From an optimization exercise on the open Yosys and OpenROAD flow, aimed at small area, a short achievable clock period and few clock cycles; shortcuts taken in it are not production practice. Where RTL was checked, it was by simulation tests only, not by an equivalence proof against the original. No functional check of the RTL was part of runs 4 and 5. Power and IR drop assume default switching activity.

## flow/design.v (module list and top-level ports; edited modules follow where they fit)
// module cle_xu: 358 lines
// module cle_xu_add: 51 lines
// module cle_xu_booth: 1666 lines
module cle_xu (
    input  wire        clk,
    input  wire        rst,           
    input  wire        in_valid,
    output reg         in_ready,
    input  wire [5:0]  in_op,
    input  wire [2:0]  in_sub,
    input  wire [4:0]  in_qs,         
    input  wire [31:0] in_a,
    input  wire [31:0] in_b,
    input  wire [31:0] in_c,
    output reg         out_valid,
    output reg  [31:0] out_result,
    output reg  [3:0]  out_flags,     
    output reg         out_pred
);
  // ...
==> flow/flow/run.sh <==
#!/bin/bash
set -uo pipefail
export SETUP_SLACK_MARGIN=24.25
export BUFFER_PORTS_ARGS="-buffer_cell sky130_fd_sc_hd__buf_2"
bash standard.sh > standard_flow.log 2>&1
==> flow/standard.sh <==
#!/bin/bash
# synth_recipe.tcl (not shown) runs the flow's synth.tcl, then flattens the netlist and writes it again
# the make line also repeats each setting of config.mk as NAME=value (left out here)
make -C /OpenROAD-flow-scripts/flow DESIGN_CONFIG=/design/flow/config.mk WORK_HOME=/design/flow/orfs CLKGATE_MAP_FILE= SYNTH_SCRIPT=/design/flow/synth_recipe.tcl "${@:-finish}"
==> flow/config.mk <==
export PLATFORM = sky130hd
export DESIGN_NAME = cle_xu
export DESIGN_NICKNAME = cle_xu
export VERILOG_FILES = /design/flow/design.v
export SDC_FILE = /design/flow/constraint.sdc
export NUM_CORES = 4
export LEC_CHECK = 0
export ABC_AREA = 1
export CAP_MARGIN = 30
export CORE_MARGIN = 2
export CORE_UTILIZATION = 50
export SLEW_MARGIN = 30
==> flow/constraint.sdc <==
create_clock -name core_clock -period 32.0 [get_ports {clk}]
set_input_delay 6.4000 -clock core_clock [delete_from_list [all_inputs] [get_ports {clk}]]
set_output_delay 6.4000 -clock core_clock [all_outputs]
set_load 0.01 [all_outputs]
==> impl_results.md, run 1 <==
* Part of the Yosys area used for sequential elements at about a quarter
* Final hold vios at 0
* Clock Skews at slightly below 0.08 ns
* Most frequent cells in the layout: 2,183 x sky130_fd_sc_hd__nand2_1, 1,374 x sky130_fd_sc_hd__inv_1, 884 x sky130_fd_sc_hd__nor2_1, 847 x sky130_fd_sc_hd__o21ai_0, 735 x sky130_fd_sc_hd__ha_1
* Clock Path Buffers at 3
* Worst min-delay path startpoint: accr2$_DFF_P_
* Area of the multi-input gates at around 60,000 um^2
* Number of port buffers at around 150
* Buffer type at the clock tree root: sky130_fd_sc_hd__clkbuf_16
* Startpoint of the most critical setup path: out_valid$_DFF_P_
* Comb group at just under 0.004 W
* Post-Synth Adder-Cell Area at between 20% and 30%
* Post-CTS Hold Buffers at 0
* Leading cell types by count after synthesis: 2,217 x sky130_fd_sc_hd__nand2_1, 1,395 x sky130_fd_sc_hd__inv_1, 907 x sky130_fd_sc_hd__o21ai_0
* Routed length per instance at ~26 um
* Sum of overflow across all layers after global routing at 0
* Net count, final at 12,800
* Antenna Diode Count at 8
* Sw Pwr at 0.00318 W
* Transition time at the pin with the least slew margin at between 1 and 1.5 ns
* Share of final layout cell area taken by non-clock buffers at under 10%
* Critical Path Sink: out_valid
* GR Util met3 at a little under a tenth
* Sequential cell fraction of total power at 21.9%
* Area of all placed cells without fillers at between 90,000 and 100,000 um^2
* Final weighted congestion in routability-driven placement at roughly 1.0
* Count of buffers not belonging to the clock network in the layout at 390
* Worst path top cell family by delay: flip-flops
* Proportion of netlist area held by the largest area contributor at 13.8%
* Switching part of the total at approximately 48%
* Setup TNS at 0 ns
* Minimum clock period after layout at 7.71 ns
* Worst Hold Path EP: accr3$_DFF_P_
* Max-cap check violation count at 0
* Most flops, register: acc
* DIE WIDTH at roughly 430 um
* Worst setup timing slack at the placement stage at roughly 23 ns
* Met2 routed WL at ~160 mm
* Pins Over Slew Limit at 0
* Count of vias placed by the detailed router at between 80,000 and 90,000
* Status: timing/DRC/antenna clean
* Number of iterations in the first detailed-routing pass at 9
* Vias in the first global route at 81,300
* Crit-path cells: buf_2
* FF-to-FF path depth at 35
Testbench counts, summed over its fixed seeds: cycles 90,420.
==> inputs of run 2 (changes only) <==
==> flow/flow/run.sh (replaced) <==
#!/bin/bash
set -uo pipefail
export SETUP_SLACK_MARGIN=24.4
export BUFFER_PORTS_ARGS="-buffer_cell sky130_fd_sc_hd__buf_2"
bash standard.sh > standard_flow.log 2>&1
--- a/flow/config.mk
+++ b/flow/config.mk
@@ -8,5 +8,6 @@
 export ABC_AREA = 1
 export CAP_MARGIN = 30
 export CORE_MARGIN = 2
-export CORE_UTILIZATION = 50
+export CORE_UTILIZATION = 55
+export PLACE_DENSITY = 0.65
 export SLEW_MARGIN = 30
==> run 2 against run 1 <==
Net effect:
- worst hold slack gained 0.019 ns
- first-iteration DRC count grew 12%
- clock-buffer cell count grew 2
- clock power is essentially flat
- synthesized area is the same
- die area shrank 9.0%
- non-clock buffer count shrank 11
- critical path depth is the same
- synthesized cell count is the same
- critical path type unchanged
- largest power group unchanged
==> impl_results.md, run 2 <==
* Routed length per instance at 26.0 um (was 26.4 um)
* Worst voltage drop across the vdd grid at 0.000278 V (was 0.000174 V)
* Register Area at 22,100 um^2 (about the same)
* EDFF count, synth at 402 (unchanged)
* Worst path top cell family by delay: flip-flops (unchanged)
* LEAKAGE at 45.1 nW (about the same)
* Final critical-path share of the clock period at 24.0% (was 24.1%)
* Required time of the worst setup path at 25.60 ns (about the same)
* Reg-to-reg critical path startpoint: op0[4]$_DFF_P_ (was dv_d[22]$_DFFE_PP_)
* Min setup slack post-route at 24.33 ns (was 24.29 ns)
* Min-Delay Path Class: reg2reg (unchanged)
* Net count, final at 12,800 (about the same)
* Core Region at 162,000 um^2 (was 178,000 um^2)
* Library cell with the highest instance count after synthesis: sky130_fd_sc_hd__nand2_1 (unchanged)
* Antenna violations before repair at 14 (was 13)
* Number of iterations in the first detailed-routing pass at 10 (was 9)
* Worst-path maximum fanout at 2 (was 1)
* TritonCTS clock tree: done (unchanged)
* Relative slew slack at 19.3% (was 18.9%)
* Final routed wirelength across all metal layers at 354 mm (was 364 mm)
* Number of port buffers at 151 (unchanged)
* Minimum clock period after layout at 7.67 ns (was 7.71 ns)
* DIE WIDTH at 407 um (was 427 um)
* Final Total Pwr at 0.00673 W (was 0.00668 W)
* Status: timing/DRC/antenna clean (unchanged)
* Critical path data arrival time at 1.27 ns (was 1.31 ns)
* Clock transition at the registers of the reported paths at 0.07 ns (was 0.06 ns)
* Vert. Die Dim at 407 um (was 427 um)
* Final hold vios at 0 (unchanged)
* Vias in the first global route at 82,300 (was 81,300)
* CTS H-tree depth at 3 (unchanged)
* Clock Path Buffers at 3 (unchanged)
* Max reg flops at 288 (unchanged)
* Proportion of netlist area held by the largest area contributor at 13.8% (unchanged)
* Startpoint types: register (unchanged)
* Dominant register cell in the synthesized netlist: sky130_fd_sc_hd__dfxtp_1 (unchanged)
* Final weighted congestion in routability-driven placement at 1.05 (was 1.02)
* Setup TNS at 0 ns (unchanged)
* Critical path start-end classification: reg2out (unchanged)
* Area of all placed cells without fillers at 96,800 um^2 (was 96,700 um^2)
* Critical R2R Capture: dv_r[7]$_DFFE_PP_ (was dv_r[17]$_DFFE_PP_)
* IO Pins at 152 (unchanged)
* Area of the multi-input gates at 59,800 um^2 (was 59,700 um^2)
* Routed Antenna Nets at 0 (unchanged)
* Type of destination of the critical path: output port (unchanged)
* Slowest cell on the critical path: sky130_fd_sc_hd__dfxtp_4 (unchanged)
* Clock buffer count from CTS at 99 (was 101)
* Share of cells above drive strength 1 at 7.83% (was 7.43%)
* Worst setup timing slack at the placement stage at 22.57 ns (was 22.62 ns)
* Register-to-register path setup slack at 24.75 ns (was 24.58 ns)
* Worst min-delay path startpoint: k2[5]$_DFF_P_ (was accr2$_DFF_P_)
* Combined area of all synthesized cells at 89,500 um^2 (unchanged)
* Count of synthesis-stage warnings from yosys at 7 (unchanged)
* Net Count, Synth at 13,000 (unchanged)
* Registers with the highest flip-flop counts: acc: 288 flops, opnd2: 74 flops, x3: 72 flops (unchanged)
* Fill count at 14,900 (was 17,200)
* Buffers and inverters on the worst path at 1 (unchanged)
* Unrepaired setup endpoints after global routing: yes (unchanged)
* Worst Hold Path EP: k3[5]$_DFF_P_ (was accr3$_DFF_P_)
* Initial standard-cell utilization of the core at 55.1% (was 50.2%)
* Post-synthesis async set-or-reset flop share at 0% (unchanged)
* Flip-flop and latch count after synthesis at 901 (unchanged)
* Library cell occupying the most area in the post-synthesis netlist: sky130_fd_sc_hd__fa_1 (unchanged)
* Area after DPL at 91,700 um^2 (was 92,100 um^2)
* Most flops, register: acc (unchanged)
* Max Clock Freq at 130 MHz (about the same)
* Global-route wire length before repair at 521 mm (was 530 mm)
* Clock latency reported for the late side of the worst-skew pair at 0.81 ns (about the same)
* Max-cap check violation count at 0 (unchanged)
* Post-synthesis cell type count at 79 (unchanged)
* Commonest non-fill, non-tap cell in the layout: sky130_fd_sc_hd__nand2_1 (unchanged)
* Leading cell types by count after synthesis: 2,217 x sky130_fd_sc_hd__nand2_1, 1,395 x sky130_fd_sc_hd__inv_1, 907 x sky130_fd_sc_hd__o21ai_0 (unchanged)
* CP peak stage delay at 0.37 ns (was 0.39 ns)
* Count of final setup violators at 0 (unchanged)
* Core Rows at 148 (was 155)
* Clock Skews at 0.0907 ns (was 0.0770 ns)
* Largest net degree at the start of global routing at 100 (was 99)
* Sum of overflow across all layers after global routing at 0 (unchanged)
* Average size of a mapped cell at 7.74 um^2 (unchanged)
* Cell count after synthesis at 11,600 (unchanged)
* Transition time at the pin with the least slew margin at 1.20 ns (about the same)
* Part of the Yosys area used for sequential elements at 24.7% (unchanged)
* Layout Area Growth over Synthesis at 8.17% (was 8.13%)
* Area enclosed by the die boundary at 166,000 um^2 (was 182,000 um^2)
* Most frequent cells in the layout: 2,177 x sky130_fd_sc_hd__nand2_1, 1,374 x sky130_fd_sc_hd__inv_1, 881 x sky130_fd_sc_hd__nor2_1, 822 x sky130_fd_sc_hd__o21ai_0, 735 x sky130_fd_sc_hd__ha_1 (was 2,183 x sky130_fd_sc_hd__nand2_1, 1,374 x sky130_fd_sc_hd__inv_1, 884 x sky130_fd_sc_hd__nor2_1, 847 x sky130_fd_sc_hd__o21ai_0, 735 x sky130_fd_sc_hd__ha_1)
* Pins Over Slew Limit at 0 (unchanged)
* Count of vias placed by the detailed router at 85,200 (was 83,800)
* Cells taking the most area after synthesis: sky130_fd_sc_hd__fa_1 14%, sky130_fd_sc_hd__edfxtp_1 13%, sky130_fd_sc_hd__dfxtp_1 11%, sky130_fd_sc_hd__ha_1 10%, sky130_fd_sc_hd__nand2_1 9.3% (unchanged)
* DRC violations left at 0 (unchanged)
* Buffer type at the clock tree root: sky130_fd_sc_hd__clkbuf_16 (unchanged)
* Overall routing resource usage at 41.4% (was 39.1%)
* Clk sink count at 901 (unchanged)
* FF-to-FF path depth at 43 (was 35)
* DRC marker count from the first detailed-route iteration at 10,600 (was 9,442)
* Drt via density at 6.25 (was 6.07)
* Crit-path cells: buf_6 (was buf_2)
* Worst hold path stage count at 0 (unchanged)
* Power per unit of standard cell area at 69.5 nW/um^2 (was 69.1 nW/um^2)
* Detailed-placement wirelength estimate at 252 mm (was 262 mm)
## run 2: through the flow
step / utilization, % / hold WS, ns / std cells
2_1_floorplan: - / 0.310 / 11600
3_3_place_gp: 56.5 / 0.311 / 13400
3_5_place_dp: 56.5 / 0.314 / 13400
4_1_cts: 59.0 / 0.322 / 13600
5_1_grt: 59.6 / 0.319 / 13600
6_report: 59.7 / 0.319 / 13600
## run 2: how the worst max path moves through the flow
stage          slack (ns)  depth (start not counted)           startpoint                        to
6_report            24.33                          1  in_ready$_SDFF_PP1_                  in_ready
5_1_grt             24.31                          1  in_ready$_SDFF_PP1_                  in_ready
4_1_cts             24.28                          1  in_ready$_SDFF_PP1_                  in_ready
3_5_place_dp        22.57                         36      idx2[1]$_DFF_P_   acc[2][0]$_SDFFCE_PN0P_
3_3_place_gp        22.76                         36      idx2[1]$_DFF_P_  acc[2][66]$_SDFFCE_PN0P_
2_1_floorplan       24.73                         48       op0[1]$_DFF_P_         dv_r[2]$_DFFE_PP_
## run 2: per-layer routing
layer | global-route usage, % | part of all wire [%] | up-vias
met2 | 62.5 | 43 | 5492
met5 | 0.144 | 0.024 | -
li1 | - | - | 37900
met3 | 11.2 | 12 | 1531
met4 | 25.9 | 7.5 | 10
met1 | 52.7 | 38 | 40200
## run 2: layout make-up
| cell class | instances | share of cell area [%] |
|---|---|---|
| Tap cell | 2175 | 2.81 |
| Inverter | 1463 | 5.74 |
| Sequential cell | 901 | 22.8 |
| Clock buffer | 132 | 2.87 |
| Timing Repair Buffer | 379 | 3.09 |
| Multi-Input combinational cell | 8505 | 61.8 |
| Timing Repair inverter | 2 | 0.0103 |
| Clock inverter | 56 | 0.775 |
| Antenna cell | 11 | 0.0284 |
## run 2: cell families after synthesis
group / after synthesis / synth area share, %
and+or+nand+nor: 3832 / 17.5
AOI/OAI and AO/OA: 2478 / 16.1
buffers and inverters: 2157 / 9.30
adders and majority gates: 1350 / 24.0
DFF: 901 / 24.7
xor gates and xnor gates: 785 / 7.69
muxes: 58 / 0.655
## run 2: repair_timing
| item | 4_1_cts | 5_1_grt |
|---|---|---|
| setup buffers | 10 | 23 |
| gates cloned | 2 | 9 |
| gates resized for setup | 133 | 200 |
| setup endpoints to repair | 396 | 391 |
| pin swaps | 8 | 28 |
| hold buffers | 0 | 0 |
## run 2: power breakdown
part           leakage, nW  switching [W]  internal [W]
Clock                 1.69       0.000535      0.000690
Sequential            8.11       0.000119       0.00134
Combinational         35.3        0.00258       0.00146
Total                 45.1        0.00323       0.00349
==> inputs of run 3 (changes only) <==
--- a/flow/config.mk
+++ b/flow/config.mk
@@ -8,6 +8,6 @@
 export ABC_AREA = 1
 export CAP_MARGIN = 30
 export CORE_MARGIN = 2
-export CORE_UTILIZATION = 55
-export PLACE_DENSITY = 0.65
+export CORE_UTILIZATION = 50
+export CTS_BUF_LIST = sky130_fd_sc_hd__clkbuf_16 sky130_fd_sc_hd__clkbuf_8 sky130_fd_sc_hd__clkbuf_4
 export SLEW_MARGIN = 30
==> run 3 against run 2 <==
Net effect:
- critical path depth unchanged
- clock skew down 0.037 ns
- highest routed layer unchanged
- sequential share of layout area down 0.11 points
- via count down 1.1%
- cell area up 0.49%
- global-route usage down 1.9 points
- sequential cell count unchanged
- largest power group unchanged
- largest cell class unchanged
- synthesized area unchanged
- fmax up 0.81%
- final cell count up 1.4%
- power about the same
- critical endpoint is now out_valid
- wire length up 4.2%
==> impl_results.md, run 3 <==
* Status: timing/DRC/antenna clean (unchanged)
* Share of power burned in combinational logic at 59.4% (was 60.1%)
* Initial standard-cell utilization of the core at 50.2% (was 55.1%)
* Global-route wire length before repair at 535 mm (was 521 mm)
* Average size of a mapped cell at 7.74 um^2 (unchanged)
* Min-Delay Path Class: reg2reg (unchanged)
* Crit-path cells: buf_6 (unchanged)
* Net count, final at 12,800 (about the same)
* Clock group share of total power at 18.9% (was 18.2%)
* Relative slew slack at 21.5% (was 19.3%)
* Worst voltage drop across the vdd grid at 0.000214 V (was 0.000278 V)
* Worst setup timing slack at the placement stage at 22.69 ns (was 22.57 ns)
* Max Clock Freq at 131 MHz (was 130 MHz)
* Final weighted congestion in routability-driven placement at 1.03 (was 1.05)
* Worst path top cell family by delay: flip-flops (unchanged)
* Clk sink count at 901 (unchanged)
* Clock Skews at 0.0533 ns (was 0.0907 ns)
* Final hold vios at 0 (unchanged)
* Unrepaired setup endpoints after global routing: yes (unchanged)
* Count of final setup violators at 0 (unchanged)
* Dominant register cell in the synthesized netlist: sky130_fd_sc_hd__dfxtp_1 (unchanged)
* Sw Pwr at 0.00320 W (was 0.00323 W)
* Switching part of the total at 47.5% (was 48.1%)
* Drt via density at 6.10 (was 6.25)
* Critical path data arrival time at 1.21 ns (was 1.27 ns)
* Setup TNS at 0 ns (unchanged)
* Buffer type at the clock tree root: sky130_fd_sc_hd__clkbuf_16 (unchanged)
* DIE WIDTH at 427 um (was 407 um)
* Antenna violations before repair at 12 (was 14)
* Vias in the first global route at 81,800 (was 82,300)
* Most frequent cells in the layout: 2,181 x sky130_fd_sc_hd__nand2_1, 1,374 x sky130_fd_sc_hd__inv_1, 883 x sky130_fd_sc_hd__nor2_1, 823 x sky130_fd_sc_hd__o21ai_0, 735 x sky130_fd_sc_hd__ha_1 (was 2,177 x sky130_fd_sc_hd__nand2_1, 1,374 x sky130_fd_sc_hd__inv_1, 881 x sky130_fd_sc_hd__nor2_1, 822 x sky130_fd_sc_hd__o21ai_0, 735 x sky130_fd_sc_hd__ha_1)
* Post-CTS Hold Buffers at 0 (unchanged)
* Final critical-path share of the clock period at 23.8% (was 24.0%)
* Number of port buffers at 151 (unchanged)
* Worst hold path stage count at 0 (unchanged)
* Routed Antenna Nets at 0 (unchanged)
* Overall routing resource usage at 39.5% (was 41.4%)
* LEAKAGE at 45.3 nW (was 45.1 nW)
* Register-to-register path setup slack at 24.67 ns (was 24.75 ns)
* Pins Over Slew Limit at 0 (unchanged)
* CTS H-tree depth at 3 (unchanged)
* Registers with the highest flip-flop counts: acc: 288 flops, opnd2: 74 flops, x3: 72 flops (unchanged)
* Slowest cell on the critical path: sky130_fd_sc_hd__dfxtp_2 (was sky130_fd_sc_hd__dfxtp_4)
* Count of synthesis-stage warnings from yosys at 7 (unchanged)
* DRC marker count from the first detailed-route iteration at 9,177 (was 10,600)
* Part of the Yosys area used for sequential elements at 24.7% (unchanged)
* Number of iterations in the first detailed-routing pass at 7 (was 10)
* Combined area of all synthesized cells at 89,500 um^2 (unchanged)
* Clock transition at the registers of the reported paths at 0.07 ns (about the same)
* Minimum clock period after layout at 7.61 ns (was 7.67 ns)
* Clock latency reported for the late side of the worst-skew pair at 0.80 ns (was 0.81 ns)
* FF-to-FF path depth at 41 (was 43)
* TritonCTS clock tree: done (unchanged)
* CP peak stage delay at 0.32 ns (was 0.37 ns)
* Final Total Pwr at 0.00673 W (about the same)
* Layout Area Growth over Synthesis at 8.70% (was 8.17%)
* Cells taking the most area after synthesis: sky130_fd_sc_hd__fa_1 14%, sky130_fd_sc_hd__edfxtp_1 13%, sky130_fd_sc_hd__dfxtp_1 11%, sky130_fd_sc_hd__ha_1 10%, sky130_fd_sc_hd__nand2_1 9.3% (unchanged)
* Share of cells above drive strength 1 at 8.00% (was 7.83%)
* Final routed wirelength across all metal layers at 369 mm (was 354 mm)
* Cell count after synthesis at 11,600 (unchanged)
* IO Pins at 152 (unchanged)
* Flip-flop and latch count after synthesis at 901 (unchanged)
* Library cell occupying the most area in the post-synthesis netlist: sky130_fd_sc_hd__fa_1 (unchanged)
* Post-synthesis cell type count at 79 (unchanged)
* Largest net degree at the start of global routing at 103 (was 100)
* Sum of overflow across all layers after global routing at 0 (unchanged)
* Worst-path maximum fanout at 1 (was 2)
* Library cell with the highest instance count after synthesis: sky130_fd_sc_hd__nand2_1 (unchanged)
* DRC violations left at 0 (unchanged)
* Power per unit of standard cell area at 69.2 nW/um^2 (was 69.5 nW/um^2)
* Net Count, Synth at 13,000 (unchanged)
* Leading cell types by count after synthesis: 2,217 x sky130_fd_sc_hd__nand2_1, 1,395 x sky130_fd_sc_hd__inv_1, 907 x sky130_fd_sc_hd__o21ai_0 (unchanged)
* Transition time at the pin with the least slew margin at 1.16 ns (was 1.20 ns)
* Clock Path Buffers at 3 (unchanged)
* Area enclosed by the die boundary at 182,000 um^2 (was 166,000 um^2)
* EDFF count, synth at 402 (unchanged)
* Startpoint types: register (unchanged)
* Type of destination of the critical path: output port (unchanged)
* Post-synthesis async set-or-reset flop share at 0% (unchanged)
* Sequential cell fraction of total power at 21.7% (about the same)
* Routed length per instance at 26.7 um (was 26.0 um)
* Vert. Die Dim at 427 um (was 407 um)
* Max-cap check violation count at 0 (unchanged)
* Core Region at 178,000 um^2 (was 162,000 um^2)
* Critical path start-end classification: reg2out (unchanged)
* Clock buffer count from CTS at 101 (was 99)
* Required time of the worst setup path at 25.60 ns (about the same)
* Max reg flops at 288 (unchanged)
* Core Rows at 155 (was 148)
* Proportion of netlist area held by the largest area contributor at 13.8% (unchanged)
* Most flops, register: acc (unchanged)
* Commonest non-fill, non-tap cell in the layout: sky130_fd_sc_hd__nand2_1 (unchanged)
* Min setup slack post-route at 24.39 ns (was 24.33 ns)
* Internal power at 0.00353 W (was 0.00349 W)
* Count of vias placed by the detailed router at 84,200 (was 85,200)
* Crit path depth at 1 (unchanged)
* Buffers and inverters on the worst path at 1 (unchanged)
* Detailed-placement wirelength estimate at 263 mm (was 252 mm)
-- run 3: cell counts after synthesis --
Identical to the previous run, type by type.
-- run 3: stage by stage --
stage               instance area (um^2)  instances  hold slack [ns]  util (%)
global placement                   92000      13600            0.310      51.7
CTS                                96300      13800            0.311      54.1
finish                             97200      13800            0.314      54.6
floorplan                          89500      11600            0.310         -
global route                       97200      13800            0.328      54.6
detailed placement                 92100      13600            0.312      51.7
-- run 3: cell families after synthesis --
kind of cell / synth area share (%)
AO/OA/AOI/OAI: 16.1
XOR/XNOR: 7.69
adder cells (fa/ha/maj): 24.0
buffers and inverters: 9.30
flip-flops: 24.7
multiplexers: 0.655
AND/OR/NAND/NOR: 17.5
-- run 3: final timing paths --
| check | start | endpoint |
|---|---|---|
| setup / recovery | out_valid$_DFF_P_ | out_valid |
| hold / removal | pred1$_DFF_P_ | pred2$_DFF_P_ |
| setup reg to reg | op0[3]$_DFF_P_ | dv_r[20]$_DFFE_PP_ |
| hold reg to reg | pred1$_DFF_P_ | pred2$_DFF_P_ |
-- run 3: worst reg2reg max path, delay by kind of cell (launching register included) --
family	cells	cell delay (ns)
flops	1	0.40
buf+inv	11	1.42
fa+ha+maj	3	1.13
simple gates	18	2.55
compound gates	9	1.62
-- run 3: routing by layer --
| layer | global-route usage, % | up-vias | wire, um |
|---|---|---|---|
| met5 | 0.212 | - | 84 |
| met4 | 23.8 | 11 | 27500 |
| met3 | 8.85 | 1416 | 36900 |
| met2 | 61.2 | 4769 | 160000 |
| met1 | 50.3 | 40100 | 144000 |
| li1 | - | 37900 | - |
-- run 3: power by group through the flow --
stage | clock network [W] | registers (W) | logic [W]
final | 0.00127 | 0.00146 | 0.00400
after global routing | 0.00133 | 0.00146 | 0.00438
after CTS | 0.00129 | 0.00145 | 0.00377
after detailed placement | 0 | 0.00147 | 0.00374
after global placement | 0 | 0.00147 | 0.00370
after floorplan | 0 | 0.00142 | 0.00240
-- run 3: final cells by class --
cell class	count	area, um^2
Antenna cell	3	7.51
Clock buffer	149	3190
Clock inverter	42	528
Fill cell	17000	80800
Inverter	1463	5540
Multi-Input combinational cell	8508	59700
Sequential cell	901	22100
Tap cell	2355	2950
Timing Repair Buffer	393	3170
Timing Repair inverter	1	8.76
-- run 3: repair_timing --
action / 4_1_cts / 5_1_grt
pin swaps: 8 / 24
cloned: 3 / 9
buffers inserted: 11 / 21
setup endpoints to repair: 395 / 412
gates resized for setup: 111 / 194
==> module cle_xu, before the edit <==
module cle_xu (
    input  wire        clk,
    input  wire        rst,           
    input  wire        in_valid,
    output reg         in_ready,
    input  wire [5:0]  in_op,
    input  wire [2:0]  in_sub,
    input  wire [4:0]  in_qs,         
    input  wire [31:0] in_a,
    input  wire [31:0] in_b,
    input  wire [31:0] in_c,
    output reg         out_valid,
    output reg  [31:0] out_result,
    output reg  [3:0]  out_flags,     
    output reg         out_pred
);
    localparam OP_ADD   = 6'h01, OP_SUB  = 6'h02, OP_MUL   = 6'h03, OP_MAC  = 6'h04,
               OP_MSU   = 6'h05, OP_ACCR = 6'h06, OP_ACCW  = 6'h07, OP_MIN  = 6'h08,
               OP_MAX   = 6'h09, OP_ABS  = 6'h0A, OP_NEG   = 6'h0B, OP_SHV  = 6'h0C,
               OP_AND   = 6'h0D, OP_OR   = 6'h0E, OP_XOR   = 6'h0F, OP_CMP  = 6'h10,
               OP_CLAMP = 6'h12, OP_RATE = 6'h13, OP_DIV   = 6'h14, OP_MOV  = 6'h17;
    localparam [3:0] DIV_ITERS = 4'd8;    
    genvar g;
    reg        v0;
    reg [5:0]  op0;
    reg [2:0]  sub0;
    reg [4:0]  qs0;
    reg [31:0] a0, b0, c0;
    wire accept = in_valid & in_ready;
    reg  rst_q;               
    always @(posedge clk) begin
        rst_q <= rst;
        op0  <= in_op;
        sub0 <= in_sub;
        qs0  <= in_qs;
        a0   <= in_a;
        b0   <= in_b;
        c0   <= in_c;
        v0   <= accept & ~rst;
    end
    wire o_add  = op0 == OP_ADD,  o_sub  = op0 == OP_SUB,  o_mul  = op0 == OP_MUL;
    wire o_mac  = op0 == OP_MAC,  o_msu  = op0 == OP_MSU,  o_accr = op0 == OP_ACCR;
    wire o_accw = op0 == OP_ACCW, o_abs  = op0 == OP_ABS,  o_neg  = op0 == OP_NEG;
    wire o_shv  = op0 == OP_SHV,  o_cmp  = op0 == OP_CMP,  o_clmp = op0 == OP_CLAMP;
    wire o_rate = op0 == OP_RATE, o_div  = op0 == OP_DIV,  o_mov  = op0 == OP_MOV;
    wire mulop = o_mul | o_mac | o_msu;
    wire [63:0] pp_s, pp_c;
    cle_xu_booth u_mul (.a(a0), .b(b0), .s(pp_s), .c(pp_c));
    wire        negA  = o_neg | ((o_abs | o_div) & a0[31]);
    wire [32:0] ax    = {a0[31], a0};
    wire [32:0] bx    = {b0[31], b0};
    wire [32:0] cx33  = {c0[31], c0};
    wire [32:0] rl33  = b0[31] ? 33'd0 : {1'b0, b0};           
    wire [32:0] add_x = negA ? 33'd0 : o_rate ? cx33 : ax;
    wire [32:0] add_y = o_add ? bx : o_sub ? ~bx : negA ? ~ax : o_rate ? rl33 : 33'd0;
    wire [32:0] add_s;
    cle_xu_add #(33) u_adds (.a(add_x), .b(add_y), .cin(o_sub | negA), .s(add_s), .cout());
    wire [33:0] cx    = {{2{c0[31]}}, c0};
    wire [33:0] rl    = b0[31] ? 34'd0 : {2'b00, b0};
    wire [33:0] c_pl = {add_s[32], add_s};                   
    wire [33:0] c_mi;
    cle_xu_add #(34) u_cmi (.a(cx), .b(~rl), .cin(1'b1), .s(c_mi), .cout());
    wire [33:0] hi    = o_rate ? c_pl : cx;
    wire [33:0] lo    = o_rate ? c_mi : {{2{b0[31]}}, b0};
    wire [34:0] a35   = {{3{a0[31]}}, a0};
    wire [34:0] d_hi, d_lo;     
    cle_xu_add #(35) u_dhi (.a({hi[33], hi}), .b(~a35), .cin(1'b1), .s(d_hi), .cout());
    cle_xu_add #(35) u_dlo (.a(a35), .b(~{lo[33], lo}), .cin(1'b1), .s(d_lo), .cout());
    wire        gt_hi = d_hi[34];
    wire        lt_lo = d_lo[34];
    wire        eq_ab = a0 == b0;
    wire        ult   = lt_lo ^ (a0[31] ^ b0[31]);
    wire [31:0] clamp_v = gt_hi ? hi[31:0] : lt_lo ? lo[31:0] : a0;
    reg cmp_res;
    always @(*) begin
        case (sub0)
            3'd0: cmp_res = eq_ab;
            3'd1: cmp_res = ~eq_ab;
            3'd2: cmp_res = lt_lo;
            3'd3: cmp_res = lt_lo | eq_ab;
            3'd4: cmp_res = ~(lt_lo | eq_ab);
            3'd5: cmp_res = ~lt_lo;
            3'd6: cmp_res = ult;
            default: cmp_res = ~ult;
        endcase
    end
    wire [31:0] b_mag;
    wire [33:0] b_mag3;
    cle_xu_add #(32) u_bmag (.a(b0 ^ {32{b0[31]}}), .b(32'd0), .cin(b0[31]), .s(b_mag), .cout());
    cle_xu_add #(34) u_bm3 (.a({2'b00, b_mag}), .b({1'b0, b_mag, 1'b0}), .cin(1'b0), .s(b_mag3), .cout());
    wire        dz     = b0 == 32'd0;
    wire        dneg   = a0[31] ^ b0[31];
    wire [62:0] dw     = {31'd0, add_s[31:0]} << {~qs0[4], qs0[3:0]};    
    wire [46:0] dv_r0  = dw[62:16];
    wire        dv_gel;
    cle_xu_add #(32) u_dge (.a(dv_r0[31:0]), .b(~b_mag), .cin(1'b1), .s(), .cout(dv_gel));
    wire        dv_ge  = (|dv_r0[46:32]) | dv_gel;
    wire        dv_eq  = dv_r0 == {15'd0, b_mag};
    wire        dv_quick = dz | (dv_ge & ~(dneg & dv_eq));
    wire [32:0] dv_qy  = dz ? ((a0 == 32'd0) ? 33'd0 : a0[31] ? {1'b1, 32'h80000000} : {1'b0, 32'h7FFFFFFF})
                            : (dneg ? {1'b1, 32'h7FFFFFFF} : {1'b0, 32'h80000000});
    reg [32:0] x_small;
    always @(*) begin
        case (op0)
            OP_ADD, OP_SUB, OP_ABS, OP_NEG, OP_SHV, OP_MOV, OP_ACCW: x_small = add_s;
            OP_MIN:   x_small = lt_lo ? ax : bx;
            OP_MAX:   x_small = lt_lo ? bx : ax;
            OP_AND:   x_small = ax & bx;
            OP_OR:    x_small = ax | bx;
            OP_XOR:   x_small = ax ^ bx;
            OP_CLAMP, OP_RATE: x_small = {clamp_v[31], clamp_v};
            OP_DIV:   x_small = dv_qy;
            default:  x_small = 33'd0;
        endcase
    end
    wire [5:0] shv_k = (~b0[31] & (|b0[30:5])) ? 6'd0 :               
                       ( b0[31] & ~(&b0[30:5])) ? 6'd62 :             
                       (b0[31] & (b0[4:0] == 5'd0)) ? 6'd62 :         
                       6'd31 - {b0[5], b0[4:0]};
    wire       qs_op = o_add | o_sub | o_mul | o_accr | o_abs | o_neg | o_mov;
    wire [5:0] k_a   = o_shv ? shv_k : qs_op ? 6'd31 - {qs0[4], qs0} : 6'd31;
    reg [31:0] dv_d;          
    reg [33:0] dv_d3;         
    reg [30:0] dv_r;          
    reg [31:0] dv_q;          
    reg        dv_neg, dv_top, dv_busy;
    reg [3:0]  dv_cnt;
    wire dv_load = v0 & o_div & ~dv_quick;
    wire dv_done = dv_busy & (dv_cnt == 4'd1);    
    function [32:0] dstep;    
        input [30:0] r;
        input [1:0]  bin;
        input [33:0] t1, t2, t3;
        input        g1, g2, g3;
        begin
            if (g3)      dstep = {t3[30:0], 2'd3};
            else if (g2) dstep = {t2[30:0], 2'd2};
            else if (g1) dstep = {t1[30:0], 2'd1};
            else         dstep = {r[28:0], bin, 2'd0};
        end
    endfunction
    wire [33:0] ta = {1'b0, dv_r, dv_q[31:30]};
    wire [33:0] ta1, ta2, ta3, tb1, tb2, tb3;
    wire        ga1, ga2, ga3, gb1, gb2, gb3;
    cle_xu_add #(34) u_da1 (.a(ta), .b(~{2'b00, dv_d}),       .cin(1'b1), .s(ta1), .cout(ga1));
    cle_xu_add #(34) u_da2 (.a(ta), .b(~{1'b0, dv_d, 1'b0}),  .cin(1'b1), .s(ta2), .cout(ga2));
    cle_xu_add #(34) u_da3 (.a(ta), .b(~dv_d3),               .cin(1'b1), .s(ta3), .cout(ga3));
    wire [32:0] st1 = dstep(dv_r, dv_q[31:30], ta1, ta2, ta3, ga1, ga2, ga3);
    wire [33:0] tb = {1'b0, st1[32:2], dv_q[29:28]};
    cle_xu_add #(34) u_db1 (.a(tb), .b(~{2'b00, dv_d}),       .cin(1'b1), .s(tb1), .cout(gb1));
    cle_xu_add #(34) u_db2 (.a(tb), .b(~{1'b0, dv_d, 1'b0}),  .cin(1'b1), .s(tb2), .cout(gb2));
    cle_xu_add #(34) u_db3 (.a(tb), .b(~dv_d3),               .cin(1'b1), .s(tb3), .cout(gb3));
    wire [32:0] st2 = dstep(st1[32:2], dv_q[29:28], tb1, tb2, tb3, gb1, gb2, gb3);
    wire [30:0] dv_ql  = {dv_q[27:0], st1[1:0], st2[1]};
    wire [32:0] dv_y   = dv_neg ? ~{1'b0, dv_top, dv_ql} : {1'b0, dv_top, dv_ql};
    wire        dv_c   = dv_neg ^ (dv_q[0] & ~(dv_neg & (dv_r == 31'd0)));
    always @(posedge clk) begin
        if (rst)
            dv_busy <= 1'b0;
        else if (dv_load)
            dv_busy <= 1'b1;
        else if (dv_done)
            dv_busy <= 1'b0;
        if (v0 & o_div) begin
            dv_d   <= b_mag;
            dv_d3  <= b_mag3;
            dv_cnt <= DIV_ITERS;
            dv_r   <= dv_eq ? 31'd0 : dv_r0[30:0];
            dv_q   <= {dw[15:0], 16'd0};
            dv_neg <= dneg;
            dv_top <= dv_eq;
        end else if (dv_busy) begin
            dv_cnt <= dv_cnt - 4'd1;
            dv_r   <= st2[32:2];
            dv_q   <= {dv_q[27:0], st1[1:0], st2[1:0]};
        end
    end
    reg        v1;
    reg [63:0] s1, c1;
    reg [4:0]  qs1;
    reg [5:0]  k1;
    reg        shen1, issub1, useacc1, wracc1, clr1, accr1, sat_en1;
    reg [1:0]  idx1;
    reg        satf1, pred1, div0f1;
    reg        dvc1;          
    always @(posedge clk) begin
        v1      <= ((v0 & ~dv_load) | dv_done) & ~rst;
        dvc1    <= dv_done;
        s1      <= dv_done ? {dv_y, 31'd0} :
                   mulop   ? pp_s : {x_small, 31'd0};
        c1      <= (mulop & ~dv_done) ? pp_c : 64'd0;
        qs1     <= qs0;
        k1      <= dv_done ? 6'd31 : k_a;
        shen1   <= ~dv_done & (o_mac | o_msu | o_accw);
        issub1  <= ~dv_done & o_msu;
        useacc1 <= ~dv_done & (o_mac | o_msu | o_accr);
        wracc1  <= ~dv_done & (o_mac | o_msu | o_accw);
        clr1    <= ~dv_done & o_accr & sub0[2];
        accr1   <= ~dv_done & o_accr;
        sat_en1 <= dv_done | ~(o_mac | o_msu | o_accw);
        idx1    <= sub0[1:0];
        satf1   <= ~dv_done & (o_clmp | o_rate) & sub0[0] & (gt_hi | lt_lo);
        pred1   <= ~dv_done & o_cmp & cmp_res;
        div0f1  <= ~dv_done & o_div & dz;
    end
    wire [63:0] p1;
    cle_xu_add #(64) u_cpa (.a(s1), .b({c1[63:31], c1[30] | (dvc1 & dv_c), c1[29:0]}),
                            .cin(1'b0), .s(p1), .cout());
    wire [4:0]  sh5    = shen1 ? {~qs1[4], qs1[3:0]} : 5'd16;
    wire        psg    = p1[63];
    wire [64:0] ws0;
    wire [66:0] ws1;
    wire [70:0] ws2;
    wire [78:0] ws3;
    wire [89:15] w;
    generate
        for (g = 0; g <= 64; g = g + 1) begin : gw0
            if (g == 0)       assign ws0[g] = ~sh5[0] & p1[0];
            else if (g == 64) assign ws0[g] = psg;
            else              assign ws0[g] = sh5[0] ? p1[g - 1] : p1[g];
        end
        for (g = 0; g <= 66; g = g + 1) begin : gw1
            if (g < 2)        assign ws1[g] = ~sh5[1] & ws0[g];
            else if (g > 64)  assign ws1[g] = sh5[1] ? ws0[g - 2] : psg;
            else              assign ws1[g] = sh5[1] ? ws0[g - 2] : ws0[g];
        end
        for (g = 0; g <= 70; g = g + 1) begin : gw2
            if (g < 4)        assign ws2[g] = ~sh5[2] & ws1[g];
            else if (g > 66)  assign ws2[g] = sh5[2] ? ws1[g - 4] : psg;
            else              assign ws2[g] = sh5[2] ? ws1[g - 4] : ws1[g];
        end
        for (g = 0; g <= 78; g = g + 1) begin : gw3
            if (g < 8)        assign ws3[g] = ~sh5[3] & ws2[g];
            else if (g > 70)  assign ws3[g] = sh5[3] ? ws2[g - 8] : psg;
            else              assign ws3[g] = sh5[3] ? ws2[g - 8] : ws2[g];
        end
        for (g = 15; g <= 89; g = g + 1) begin : gw4
            if (g < 16)       assign w[g] = ~sh5[4] & ws3[g];
            else if (g > 78)  assign w[g] = sh5[4] ? ws3[g - 16] : psg;
            else              assign w[g] = sh5[4] ? ws3[g - 16] : ws3[g];
        end
    endgenerate
    wire [4:0]  ptop   = p1[62:58] ^ {5{psg}};
    wire        ok74   = ~((sh5 >= 5'd27 & ptop[4]) | (sh5 >= 5'd28 & ptop[3]) |
                           (sh5 >= 5'd29 & ptop[2]) | (sh5 >= 5'd30 & ptop[1]) |
                           (sh5 == 5'd31 & ptop[0]));
    wire [73:0] addend = ok74 ? w[89:16] : (psg ? {1'b1, 73'd0} : {1'b0, {73{1'b1}}});
    wire        rc     = ok74 & w[15];
    reg        v2;
    reg [73:0] opnd2;
    reg        cin2;
    reg [5:0]  k2;
    reg        useacc2, wracc2, clr2, accr2, sat_en2;
    reg [1:0]  idx2;
    reg        satf2, pred2, div0f2;
    always @(posedge clk) begin
        v2      <= v1 & ~rst;
        opnd2   <= issub1 ? ~addend : addend;
        cin2    <= issub1 ^ rc;
        k2      <= k1;
        useacc2 <= useacc1;
        wracc2  <= wracc1;
        clr2    <= clr1;
        accr2   <= accr1;
        sat_en2 <= sat_en1;
        idx2    <= idx1;
        satf2   <= satf1;
        pred2   <= pred1;
        div0f2  <= div0f1;
    end
    reg [71:0] acc [0:3];
    wire [74:0] acc_in = useacc2 ? {{3{acc[idx2][71]}}, acc[idx2]} : 75'd0;
    wire [74:0] sum;
    cle_xu_add #(75) u_acc (.a(acc_in), .b({opnd2[73], opnd2}), .cin(cin2), .s(sum), .cout());
    wire        clip72 = ~(sum[74:71] == 4'b0000 || sum[74:71] == 4'b1111);
    wire [71:0] sat72  = clip72 ? (sum[74] ? {1'b1, 71'd0} : {1'b0, {71{1'b1}}}) : sum[71:0];
    reg        v3;
    reg [71:0] x3;
    reg [5:0]  k3;
    reg        sat_en3, accr3, satf3, pred3, div0f3, accclip3;
    integer i;
    always @(posedge clk) begin
        if (rst_q) begin
            for (i = 0; i < 4; i = i + 1)
                acc[i] <= 72'd0;
        end else if (v2 & (wracc2 | clr2)) begin
            acc[idx2] <= clr2 ? 72'd0 : sat72;
        end
        v3       <= v2 & ~rst;
        x3       <= sum[71:0];    
        k3       <= k2;
        sat_en3  <= sat_en2;
        accr3    <= accr2;
        satf3    <= satf2;
        pred3    <= pred2;
        div0f3   <= div0f2;
        accclip3 <= wracc2 & clip72;
    end
    wire [72:0] z  = {x3, 1'b0};
    wire        sg = x3[71];
    wire [63:0] l5;
    wire [47:0] l4;
    wire [39:0] l3;
    wire [35:0] l2;
    wire [33:0] l1;
    wire [32:0] l0;
    generate
        for (g = 0; g < 64; g = g + 1) begin : g5
            if (g + 32 <= 72) assign l5[g] = k3[5] ? z[g + 32] : z[g];
            else              assign l5[g] = k3[5] ? sg : z[g];
        end
        for (g = 0; g < 48; g = g + 1) begin : g4
            assign l4[g] = k3[4] ? l5[g + 16] : l5[g];
        end
        for (g = 0; g < 40; g = g + 1) begin : g3
            assign l3[g] = k3[3] ? l4[g + 8] : l4[g];
        end
        for (g = 0; g < 36; g = g + 1) begin : g2
            assign l2[g] = k3[2] ? l3[g + 4] : l3[g];
        end
        for (g = 0; g < 34; g = g + 1) begin : g1
            assign l1[g] = k3[1] ? l2[g + 2] : l2[g];
        end
        for (g = 0; g < 33; g = g + 1) begin : g0
            assign l0[g] = k3[0] ? l1[g + 1] : l1[g];
        end
    endgenerate
    wire [39:0] dif = x3[70:31] ^ {40{sg}};
    wire [39:0] sfx;
    generate
        for (g = 0; g < 40; g = g + 1) begin : gs
            if (g == 39) assign sfx[g] = dif[g];
            else         assign sfx[g] = dif[g] | sfx[g + 1];
        end
    endgenerate
    wire        ovf  = (k3 <= 6'd39) ? sfx[k3] : 1'b0;
    wire        ovf1 = (k3 <= 6'd38) ? sfx[k3 + 6'd1] : 1'b0;
    wire [31:0] yv   = l0[32:1];
    wire        rbit = l0[0];
    wire        rmax = rbit & (yv == 32'h7FFFFFFF);
    wire        clip = sg ? (ovf & ~(rmax & ~ovf1)) : (ovf | rmax);
    wire [31:0] yr;
    cle_xu_add #(32) u_rnd (.a(yv), .b(32'd0), .cin(rbit), .s(yr), .cout());
    wire [31:0] res  = clip ? (sg ? 32'h80000000 : 32'h7FFFFFFF) : yr;
    always @(posedge clk) begin
        out_valid  <= v3 & ~rst;
        out_result <= res;
        out_flags  <= {accclip3 | (accr3 & clip), div0f3, accclip3, satf3 | (sat_en3 & clip)};
        out_pred   <= pred3;
    end
    always @(posedge clk) begin
        if (rst)
            in_ready <= 1'b1;
        else
            in_ready <= ~((accept & (in_op == OP_DIV)) | dv_load |
                          (dv_busy & (dv_cnt >= 4'd3)));
    end
endmodule
==> inputs of run 4 (changes only) <==
--- a/flow/design.v
+++ b/flow/design.v
@@ -177,9 +177,9 @@
     end
     reg        v1;
     reg [63:0] s1, c1;
-    reg [4:0]  qs1;
+    reg [4:0]  sh1;           
     reg [5:0]  k1;
-    reg        shen1, issub1, useacc1, wracc1, clr1, accr1, sat_en1;
+    reg        issub1, useacc1, wracc1, clr1, accr1, sat_en1;
     reg [1:0]  idx1;
     reg        satf1, pred1, div0f1;
     reg        dvc1;          
@@ -189,9 +189,8 @@
         s1      <= dv_done ? {dv_y, 31'd0} :
                    mulop   ? pp_s : {x_small, 31'd0};
         c1      <= (mulop & ~dv_done) ? pp_c : 64'd0;
-        qs1     <= qs0;
+        sh1     <= (~dv_done & (o_mac | o_msu | o_accw)) ? {~qs0[4], qs0[3:0]} : 5'd16;
         k1      <= dv_done ? 6'd31 : k_a;
-        shen1   <= ~dv_done & (o_mac | o_msu | o_accw);
         issub1  <= ~dv_done & o_msu;
         useacc1 <= ~dv_done & (o_mac | o_msu | o_accr);
         wracc1  <= ~dv_done & (o_mac | o_msu | o_accw);
@@ -206,7 +205,7 @@
     wire [63:0] p1;
     cle_xu_add #(64) u_cpa (.a(s1), .b({c1[63:31], c1[30] | (dvc1 & dv_c), c1[29:0]}),
                             .cin(1'b0), .s(p1), .cout());
-    wire [4:0]  sh5    = shen1 ? {~qs1[4], qs1[3:0]} : 5'd16;
+    wire [4:0]  sh5    = sh1;
     wire        psg    = p1[63];
     wire [64:0] ws0;
     wire [66:0] ws1;
--- a/flow/config.mk
+++ b/flow/config.mk
@@ -9,5 +9,4 @@
 export CAP_MARGIN = 30
 export CORE_MARGIN = 2
 export CORE_UTILIZATION = 50
-export CTS_BUF_LIST = sky130_fd_sc_hd__clkbuf_16 sky130_fd_sc_hd__clkbuf_8 sky130_fd_sc_hd__clkbuf_4
 export SLEW_MARGIN = 30
==> run 4 against run 3 <==
Net effect:
- worst setup slack worse by 0.067 ns
- synthesized cell count is 2.2% lower
- cell area is 0.73% lower
- still clean
- worst hold slack worse by 0.011 ns
- final cell count is 1.6% lower
- highest routed layer unchanged
==> impl_results.md, run 4 <==
* Final weighted congestion in routability-driven placement at 1.07 (was 1.03)
* Cells taking the most area after synthesis: sky130_fd_sc_hd__fa_1 14%, sky130_fd_sc_hd__edfxtp_1 14%, sky130_fd_sc_hd__dfxtp_1 11%, sky130_fd_sc_hd__ha_1 10%, sky130_fd_sc_hd__nand2_1 8.9% (was sky130_fd_sc_hd__fa_1 14%, sky130_fd_sc_hd__edfxtp_1 13%, sky130_fd_sc_hd__dfxtp_1 11%, sky130_fd_sc_hd__ha_1 10%, sky130_fd_sc_hd__nand2_1 9.3%)
* Layout Area Growth over Synthesis at 8.74% (was 8.70%)
* Commonest non-fill, non-tap cell in the layout: sky130_fd_sc_hd__nand2_1 (unchanged)
* Part of the Yosys area used for sequential elements at 24.9% (was 24.7%)
* Critical path data arrival time at 1.28 ns (was 1.21 ns)
* Worst voltage drop across the vdd grid at 0.000262 V (was 0.000214 V)
* Detailed-placement wirelength estimate at 265 mm (was 263 mm)
* Slowest cell on the critical path: sky130_fd_sc_hd__dfxtp_2 (unchanged)
* Max Clock Freq at 130 MHz (was 131 MHz)
* Power per unit of standard cell area at 70.5 nW/um^2 (was 69.2 nW/um^2)
* Overall routing resource usage at 40.3% (was 39.5%)
* CP peak stage delay at 0.35 ns (was 0.32 ns)
* Pins Over Slew Limit at 0 (unchanged)
* Count of synthesis-stage warnings from yosys at 7 (unchanged)
* Post-synthesis async set-or-reset flop share at 0% (unchanged)
* Count of vias placed by the detailed router at 84,100 (was 84,200)
* DRC marker count from the first detailed-route iteration at 9,710 (was 9,177)
* Max-cap check violation count at 0 (unchanged)
* Clock latency reported for the late side of the worst-skew pair at 0.81 ns (was 0.80 ns)
* Min setup slack post-route at 24.32 ns (was 24.39 ns)
* Drt via density at 6.19 (was 6.10)
* Global-route wire length before repair at 541 mm (was 535 mm)
* Leading cell types by count after synthesis: 2,107 x sky130_fd_sc_hd__nand2_1, 1,290 x sky130_fd_sc_hd__inv_1, 885 x sky130_fd_sc_hd__nor2_1 (was 2,217 x sky130_fd_sc_hd__nand2_1, 1,395 x sky130_fd_sc_hd__inv_1, 907 x sky130_fd_sc_hd__o21ai_0)
* Registers with the highest flip-flop counts: acc: 288 flops, opnd2: 74 flops, x3: 72 flops (unchanged)
* Core Rows at 154 (was 155)
* Clk sink count at 901 (unchanged)
* Sum of overflow across all layers after global routing at 0 (unchanged)
* Clock transition at the registers of the reported paths at 0.06 ns (was 0.07 ns)
* LEAKAGE at 44.5 nW (was 45.3 nW)
* Post-synthesis cell type count at 81 (was 79)
* Buffers and inverters on the worst path at 1 (unchanged)
* EDFF count, synth at 402 (unchanged)
* DIE WIDTH at 425 um (was 427 um)
* Library cell with the highest instance count after synthesis: sky130_fd_sc_hd__nand2_1 (unchanged)
* Status: timing/DRC/antenna clean (unchanged)
* Fill count at 16,800 (was 17,000)
* Worst hold slack at 0.303 ns (was 0.314 ns)
* Minimum clock period after layout at 7.68 ns (was 7.61 ns)
* Worst path top cell family by delay: flip-flops (unchanged)
* Initial standard-cell utilization of the core at 50.3% (was 50.2%)
* Library cell occupying the most area in the post-synthesis netlist: sky130_fd_sc_hd__fa_1 (unchanged)
* Vias in the first global route at 81,600 (was 81,800)
* Net Count, Synth at 12,800 (was 13,000)
* Setup TNS at 0 ns (unchanged)
* Relative slew slack at 28.2% (was 21.5%)
* Cell count after synthesis at 11,300 (was 11,600)
* Count of final setup violators at 0 (unchanged)
* Clock Path Buffers at 3 (unchanged)
* Clock buffer count from CTS at 101 (unchanged)
* Final hold vios at 0 (unchanged)
* Antenna violations before repair at 16 (was 12)
* CTS H-tree depth at 3 (unchanged)
* Final critical-path share of the clock period at 24.0% (was 23.8%)
* TritonCTS clock tree: done (unchanged)
* Vert. Die Dim at 425 um (was 427 um)
* Routed Antenna Nets at 0 (unchanged)
* Average size of a mapped cell at 7.85 um^2 (was 7.74 um^2)
* Worst setup timing slack at the placement stage at 22.73 ns (was 22.69 ns)
* Worst-path maximum fanout at 1 (unchanged)
* Routed length per instance at 27.3 um (was 26.7 um)
* Number of iterations in the first detailed-routing pass at 9 (was 7)
* Largest net degree at the start of global routing at 78 (was 103)
* Area enclosed by the die boundary at 181,000 um^2 (was 182,000 um^2)
* Max reg flops at 288 (unchanged)
* Final core utilization at 54.7% (was 54.6%)
* Clock Skews at 0.0813 ns (was 0.0533 ns)
* Unrepaired setup endpoints after global routing: yes (unchanged)
* Transition time at the pin with the least slew margin at 1.07 ns (was 1.16 ns)
* Crit-path cells: buf_6 (unchanged)
* Share of cells above drive strength 1 at 8.35% (was 8.00%)
* Proportion of netlist area held by the largest area contributor at 13.9% (was 13.8%)
* DRC violations left at 0 (unchanged)
* Flip-flop and latch count after synthesis at 901 (unchanged)
* Number of port buffers at 151 (unchanged)
* Most frequent cells in the layout: 2,076 x sky130_fd_sc_hd__nand2_1, 1,262 x sky130_fd_sc_hd__inv_1, 869 x sky130_fd_sc_hd__nor2_1, 734 x sky130_fd_sc_hd__ha_1, 714 x sky130_fd_sc_hd__o21ai_0 (was 2,181 x sky130_fd_sc_hd__nand2_1, 1,374 x sky130_fd_sc_hd__inv_1, 883 x sky130_fd_sc_hd__nor2_1, 823 x sky130_fd_sc_hd__o21ai_0, 735 x sky130_fd_sc_hd__ha_1)
* Final routed wirelength across all metal layers at 372 mm (was 369 mm)
* Core Region at 176,000 um^2 (was 178,000 um^2)
* Net count, final at 12,600 (was 12,800)
* IO Pins at 152 (unchanged)
* Buffer type at the clock tree root: sky130_fd_sc_hd__clkbuf_16 (unchanged)
* Critical path start-end classification: reg2out (unchanged)
* Type of destination of the critical path: output port (unchanged)
* Dominant register cell in the synthesized netlist: sky130_fd_sc_hd__dfxtp_1 (unchanged)
* Min-Delay Path Class: reg2reg (unchanged)
* Most flops, register: acc (unchanged)
* Combined area of all synthesized cells at 88,800 um^2 (was 89,500 um^2)
* Startpoint types: register (unchanged)
* Required time of the worst setup path at 25.60 ns (about the same)
## run 4: cell types whose count changed after synthesis, sizes merged, moves of 17 or more
cell	previous run	this run
buf	158	211
xor2	661	698
o211ai	58	109
o21ai	1013	902
inv	1416	1324
nand2	2230	2131
clkbuf	536	468
nand3	434	483
nor2	915	898
## run 4: area by class of cell
cell class | count | area, um^2 | area share (%)
sequential | 901 | 22100 | 22.9
timing repair buffer | 416 | 3170 | 3.29
antenna | 16 | 40.0 | 0.0415
tap | 2340 | 2930 | 3.03
multi-input combinational | 8356 | 59300 | 61.5
clock buffer | 127 | 2820 | 2.92
clock inverter | 63 | 861 | 0.892
inverter | 1375 | 5270 | 5.46
timing repair inverter | 2 | 16.3 | 0.0169
## run 4: cells by family after synthesis
kind of cell / Yosys count / synth area share [%]
xor+xnor: 812 / 8.01
mux: 48 / 0.551
simple gates: 3757 / 17.5
flops: 901 / 24.9
buf+inv: 2054 / 8.98
fa+ha+maj: 1350 / 24.2
compound gates: 2386 / 15.9
## run 4: timing repair
action	in CTS	in global routing
endpoints found under the setup margin	396	431
hold buffers	0	0
pin swaps	11	25
setup buffers	8	50
gates resized for setup	118	156
gates cloned	4	4
## run 4: final timing paths
kind | start | endpoint | slack (ns) | cells past startpoint
max reg2reg | b0[21]$_DFF_P_ | s1[32]$_DFF_P_ | 24.34 | 18
min | accr1$_DFF_P_ | accr2$_DFF_P_ | 0.30 | 0
max | out_flags[0]$_DFF_P_ | out_flags[0] | 24.32 | 1
min reg2reg | accr1$_DFF_P_ | accr2$_DFF_P_ | 0.30 | 0
## run 4: metal layers
layer	vias to the layer above	track usage, %	routed length, um
li1	37300	-	-
met1	40200	50.9	143000
met2	5078	60.9	159000
met3	1584	10.8	40500
met4	10	25.7	29200
met5	-	0.0794	86
## run 4: power breakdown
| group | total, W | switching, W | internal [W] |
|---|---|---|---|
| logic | 0.00404 | 0.00258 | 0.00147 |
| registers | 0.00149 | 0.000144 | 0.00134 |
| clock network | 0.00128 | 0.000537 | 0.000738 |
| total | 0.00680 | 0.00326 | 0.00355 |
## run 4: through the flow
step	power (W)	area (um^2)	std cells
after floorplan	0.00382	88800	11300
after global placement	0.00518	91300	13300
after detailed placement	0.00524	91400	13300
after CTS	0.00655	95500	13500
after global routing	0.00720	96500	13600
final	0.00680	96500	13600
==> inputs of run 5 (changes only) <==
==> flow/flow/run.sh (replaced) <==
#!/bin/bash
set -uo pipefail
export SETUP_SLACK_MARGIN=24.55
export BUFFER_PORTS_ARGS="-buffer_cell sky130_fd_sc_hd__buf_2"
bash standard.sh > standard_flow.log 2>&1
==> run 5 against run 4 <==
Net effect:
- wire length is 0.23% higher
- first-iteration DRC count increased by 1.4%
- critical path type unchanged
- critical path depth did not move
- largest cell class unchanged
- critical endpoint unchanged
- global-route usage hardly changed
- worst setup slack got worse by 0.0054 ns
- die area is the same
- utilization rose by 0.24 points
- clock-buffer cell count did not move
- synthesized area did not move
==> impl_results.md, run 5 <==
* Status: timing/DRC/antenna clean (unchanged)
* FF-to-FF path depth at 35 (was 18)
* Final critical-path share of the clock period at 24.0% (about the same)
* Crit-path cells: buf_6 (unchanged)
* Post-synthesis async set-or-reset flop share at 0% (unchanged)
* Cell Count, Final, Fillers Out at 13,600 (about the same)
* Worst Hold Path EP: accr2$_DFF_P_ (unchanged)
* Clock group share of total power at 18.9% (was 18.7%)
* Worst hold path stage count at 0 (unchanged)
* Vert. Die Dim at 425 um (unchanged)
* Critical path start-end classification: reg2out (unchanged)
* EDFF count, synth at 402 (unchanged)
* Area enclosed by the die boundary at 181,000 um^2 (unchanged)
* Dominant register cell in the synthesized netlist: sky130_fd_sc_hd__dfxtp_1 (unchanged)
* Registers with the highest flip-flop counts: acc: 288 flops, opnd2: 74 flops, x3: 72 flops (unchanged)
* Post-CTS Hold Buffers at 0 (unchanged)
* Overall routing resource usage at 40.3% (about the same)
* Most flops, register: acc (unchanged)
* Post-synthesis share of cell area spent on xor and xnor gates at 8.01% (unchanged)
* Area of all placed cells without fillers at 97,000 um^2 (was 96,500 um^2)
* Layout Area Growth over Synthesis at 9.22% (was 8.74%)
* Clk sink count at 901 (unchanged)
* Count of vias placed by the detailed router at 84,300 (was 84,100)
* Fraction of the mapped netlist area in simple logic gates at 17.5% (unchanged)
* IO Pins at 152 (unchanged)
* TritonCTS clock tree: done (unchanged)
* Post-Synth Adder-Cell Area at 24.2% (unchanged)
* Final Total Pwr at 0.00675 W (was 0.00680 W)
* Buffer type at the clock tree root: sky130_fd_sc_hd__clkbuf_16 (unchanged)
* DIE WIDTH at 425 um (unchanged)
* Antenna violations before repair at 16 (unchanged)
* Switching part of the total at 47.5% (was 47.9%)
* Required time of the worst setup path at 25.60 ns (about the same)
* Net count, final at 12,600 (about the same)
* Reg-to-reg critical path startpoint: op0[2]$_DFF_P_ (was b0[21]$_DFF_P_)
* Share of cells above drive strength 1 at 8.92% (was 8.35%)
* Most frequent cells in the layout: 2,065 x sky130_fd_sc_hd__nand2_1, 1,255 x sky130_fd_sc_hd__inv_1, 866 x sky130_fd_sc_hd__nor2_1, 732 x sky130_fd_sc_hd__ha_1, 704 x sky130_fd_sc_hd__o21ai_0 (was 2,076 x sky130_fd_sc_hd__nand2_1, 1,262 x sky130_fd_sc_hd__inv_1, 869 x sky130_fd_sc_hd__nor2_1, 734 x sky130_fd_sc_hd__ha_1, 714 x sky130_fd_sc_hd__o21ai_0)
* Relative slew slack at 26.7% (was 28.2%)
* Flip-flop and latch count after synthesis at 901 (unchanged)
* Fill count at 16,800 (about the same)
* Area after DPL at 91,400 um^2 (unchanged)
* Compound-gate portion of the synthesized area at 15.9% (unchanged)
* Max Clock Freq at 130 MHz (about the same)
* Clock transition at the registers of the reported paths at 0.06 ns (about the same)
* Pins Over Slew Limit at 0 (unchanged)
* Library cell with the highest instance count after synthesis: sky130_fd_sc_hd__nand2_1 (unchanged)
* Average size of a mapped cell at 7.85 um^2 (unchanged)
* Sw Pwr at 0.00321 W (was 0.00326 W)
* LEAKAGE at 44.6 nW (was 44.5 nW)
* Routed length per instance at 27.4 um (was 27.3 um)
* Net Count, Synth at 12,800 (unchanged)
* Worst path top cell family by delay: flip-flops (unchanged)
* Sum of overflow across all layers after global routing at 0 (unchanged)
* Final core utilization at 55.0% (was 54.7%)
* Final hold vios at 0 (unchanged)
* Placed cell count at 13,300 (unchanged)
* CP peak stage delay at 0.35 ns (about the same)
* Number of port buffers at 151 (unchanged)
* Part of the Yosys area used for sequential elements at 24.9% (unchanged)
* Clock latency reported for the late side of the worst-skew pair at 0.82 ns (was 0.81 ns)
* Proportion of synthesized area in mux cells at 0.551% (unchanged)
* Critical R2R Capture: s1[36]$_DFF_P_ (was s1[32]$_DFF_P_)
* Commonest non-fill, non-tap cell in the layout: sky130_fd_sc_hd__nand2_1 (unchanged)
* Number of iterations in the first detailed-routing pass at 8 (was 9)
* Slowest cell on the critical path: sky130_fd_sc_hd__dfxtp_2 (unchanged)
* Library cell occupying the most area in the post-synthesis netlist: sky130_fd_sc_hd__fa_1 (unchanged)
* Count of synthesis-stage warnings from yosys at 7 (unchanged)
* Minimum clock period after layout at 7.68 ns (about the same)
* Largest family of logic cells by synthesized area: adder cells (unchanged)
* Worst min-delay path startpoint: accr1$_DFF_P_ (unchanged)
* Type of destination of the critical path: output port (unchanged)
* Initial standard-cell utilization of the core at 50.3% (unchanged)
* Clock Skews at 0.0819 ns (was 0.0813 ns)
* Final weighted congestion in routability-driven placement at 1.07 (unchanged)
* DRC violations left at 0 (unchanged)
* Clock Path Buffers at 3 (unchanged)
* Largest net degree at the start of global routing at 78 (unchanged)
* Register-to-register path setup slack at 24.73 ns (was 24.34 ns)
* Critical path data arrival time at 1.28 ns (about the same)
* Combined area of all synthesized cells at 88,800 um^2 (unchanged)
* Buffers and inverters on the worst path at 1 (unchanged)
* Sequential cell fraction of total power at 22.0% (was 21.8%)
* DRC marker count from the first detailed-route iteration at 9,842 (was 9,710)
* Startpoint of the most critical setup path: out_flags[0]$_DFF_P_ (unchanged)
* Count of final setup violators at 0 (unchanged)
* Worst-path maximum fanout at 1 (unchanged)
* Startpoint types: register (unchanged)
* Global-route wire length before repair at 541 mm (about the same)
* Transition time at the pin with the least slew margin at 1.10 ns (was 1.07 ns)
* Detailed-placement wirelength estimate at 265 mm (unchanged)
* Unrepaired setup endpoints after global routing: yes (unchanged)
* Cells taking the most area after synthesis: sky130_fd_sc_hd__fa_1 14%, sky130_fd_sc_hd__edfxtp_1 14%, sky130_fd_sc_hd__dfxtp_1 11%, sky130_fd_sc_hd__ha_1 10%, sky130_fd_sc_hd__nand2_1 8.9% (unchanged)
* Power per unit of standard cell area at 69.7 nW/um^2 (was 70.5 nW/um^2)
* Vias in the first global route at 81,700 (was 81,600)
* Worst voltage drop across the vdd grid at 0.000219 V (was 0.000262 V)
* Leading cell types by count after synthesis: 2,107 x sky130_fd_sc_hd__nand2_1, 1,290 x sky130_fd_sc_hd__inv_1, 885 x sky130_fd_sc_hd__nor2_1 (unchanged)
* Proportion of netlist area held by the largest area contributor at 13.9% (unchanged)
* Max reg flops at 288 (unchanged)
* Max-cap check violation count at 0 (unchanged)
* Min-Delay Path Class: reg2reg (unchanged)
* Clock buffer count from CTS at 101 (unchanged)
* Internal power at 0.00354 W (was 0.00355 W)
* Drt via density at 6.19 (about the same)
* Core Region at 176,000 um^2 (unchanged)
* Post-synthesis cell type count at 81 (unchanged)
* Routed Antenna Nets at 0 (unchanged)
* Core Rows at 154 (unchanged)
* CTS H-tree depth at 3 (unchanged)
* Final routed wirelength across all metal layers at 373 mm (was 372 mm)
* Setup TNS at 0 ns (unchanged)
* Share of power burned in combinational logic at 59.1% (was 59.4%)
* Cell count after synthesis at 11,300 (unchanged)
[run 5: cells by family after synthesis]
family          count (synthesis)
compound gates               2386
xor+xnor                      812
fa+ha+maj                    1350
buf+inv                      2054
flops                         901
mux                            48
simple gates                 3757
[run 5: per-layer routing]
metal / up-vias / global-route usage [%] / wire [um]
met5: - / 0 / 59
met2: 5222 / 60.8 / 159000
met3: 1558 / 10.7 / 40500
met1: 40200 / 50.9 / 144000
li1: 37400 / - / -
met4: 10 / 25.9 / 29000
[run 5: area by class of cell]
type	instances	area [um^2]	area share (%)
antenna	17	42.5	0.0439
clock buffer	127	2820	2.91
clock inverter	63	861	0.888
inverter	1375	5280	5.45
multi-input combinational	8356	59500	61.4
sequential	901	22100	22.8
tap	2340	2930	3.02
timing repair buffer	436	3420	3.53
timing repair inverter	2	16.3	0.0168
[run 5: per-stage QoR]
stage | hold slack [ns] | setup slack (ns)
2_1_floorplan | 0.310 | 24.72
3_3_place_gp | 0.310 | 22.90
3_5_place_dp | 0.313 | 22.73
4_1_cts | 0.303 | 24.26
5_1_grt | 0.317 | 24.29
6_report | 0.306 | 24.32
[run 5: worst max path at each step]
stage	to	slack [ns]	cells past startpoint
floorplan	v1$_DFF_P_	24.72	41
global placement	dv_r[25]$_DFFE_PP_	22.90	42
detailed placement	dv_r[23]$_DFFE_PP_	22.73	42
CTS	out_flags[0]	24.26	1
global route	out_flags[0]	24.29	1
finish	out_flags[0]	24.32	1
[run 5: power by group through the flow]
stage                     sequential (W)  clock [W]  combinational [W]
after floorplan                  0.00143          0            0.00239
after global placement           0.00150          0            0.00369
after detailed placement         0.00150          0            0.00375
after CTS                        0.00148    0.00129            0.00378
after global routing             0.00149    0.00133            0.00439
final                            0.00148    0.00128            0.00399
[run 5: timing repair]
action,4_1_cts,5_1_grt
cloned,5,7
endpoints found under the setup margin,396,457
setup buffers,13,62
pin swaps,16,33
gates resized for setup,147,200

-- port drivers added, routing unchanged --
Ports are ideal in the flow. The routed layouts listed here were re-timed in OpenROAD.
Step 1, drivers: a clkbuf_16 drives clk and a buf_2 each remaining input, both assumed.
Step 2 adds t to the input delays and takes it off the output delays; t is the mean of the earliest and latest rising clock arrival at the registers after step 1. Input paths then give back, and output paths get back, about the clock's delay inside the block.
Three values: ideal ports, drivers, drivers and shift; two values: the first two.
| run | t, ns | setup WS [ns] | hold slack, ns | latest minus earliest clock arrival (ns) | slew at the worst register clock pin (ns) |
|---|---|---|---|---|---|
| run 1 | 0.868 | 24.295 / 24.197 / 24.582 | 0.300 / 0.300 / 0.300 | 0.080 / 0.080 | 0.07 / 0.07 |
| run 2 | 0.862 | 24.330 / 24.234 / 24.509 | 0.319 / 0.319 / 0.319 | 0.097 / 0.098 | 0.07 / 0.07 |
| run 3 | 0.869 | 24.392 / 24.291 / 24.541 | 0.314 / 0.314 / 0.314 | 0.057 / 0.056 | 0.07 / 0.07 |
| run 4 | 0.867 | 24.324 / 24.228 / 24.344 | 0.303 / 0.303 / 0.303 | 0.087 / 0.087 | 0.07 / 0.07 |
| run 5 | 0.871 | 24.319 / 24.226 / 24.731 | 0.306 / 0.306 / 0.306 | 0.085 / 0.085 | 0.07 / 0.07 |
After both steps every run listed still meets setup and hold.
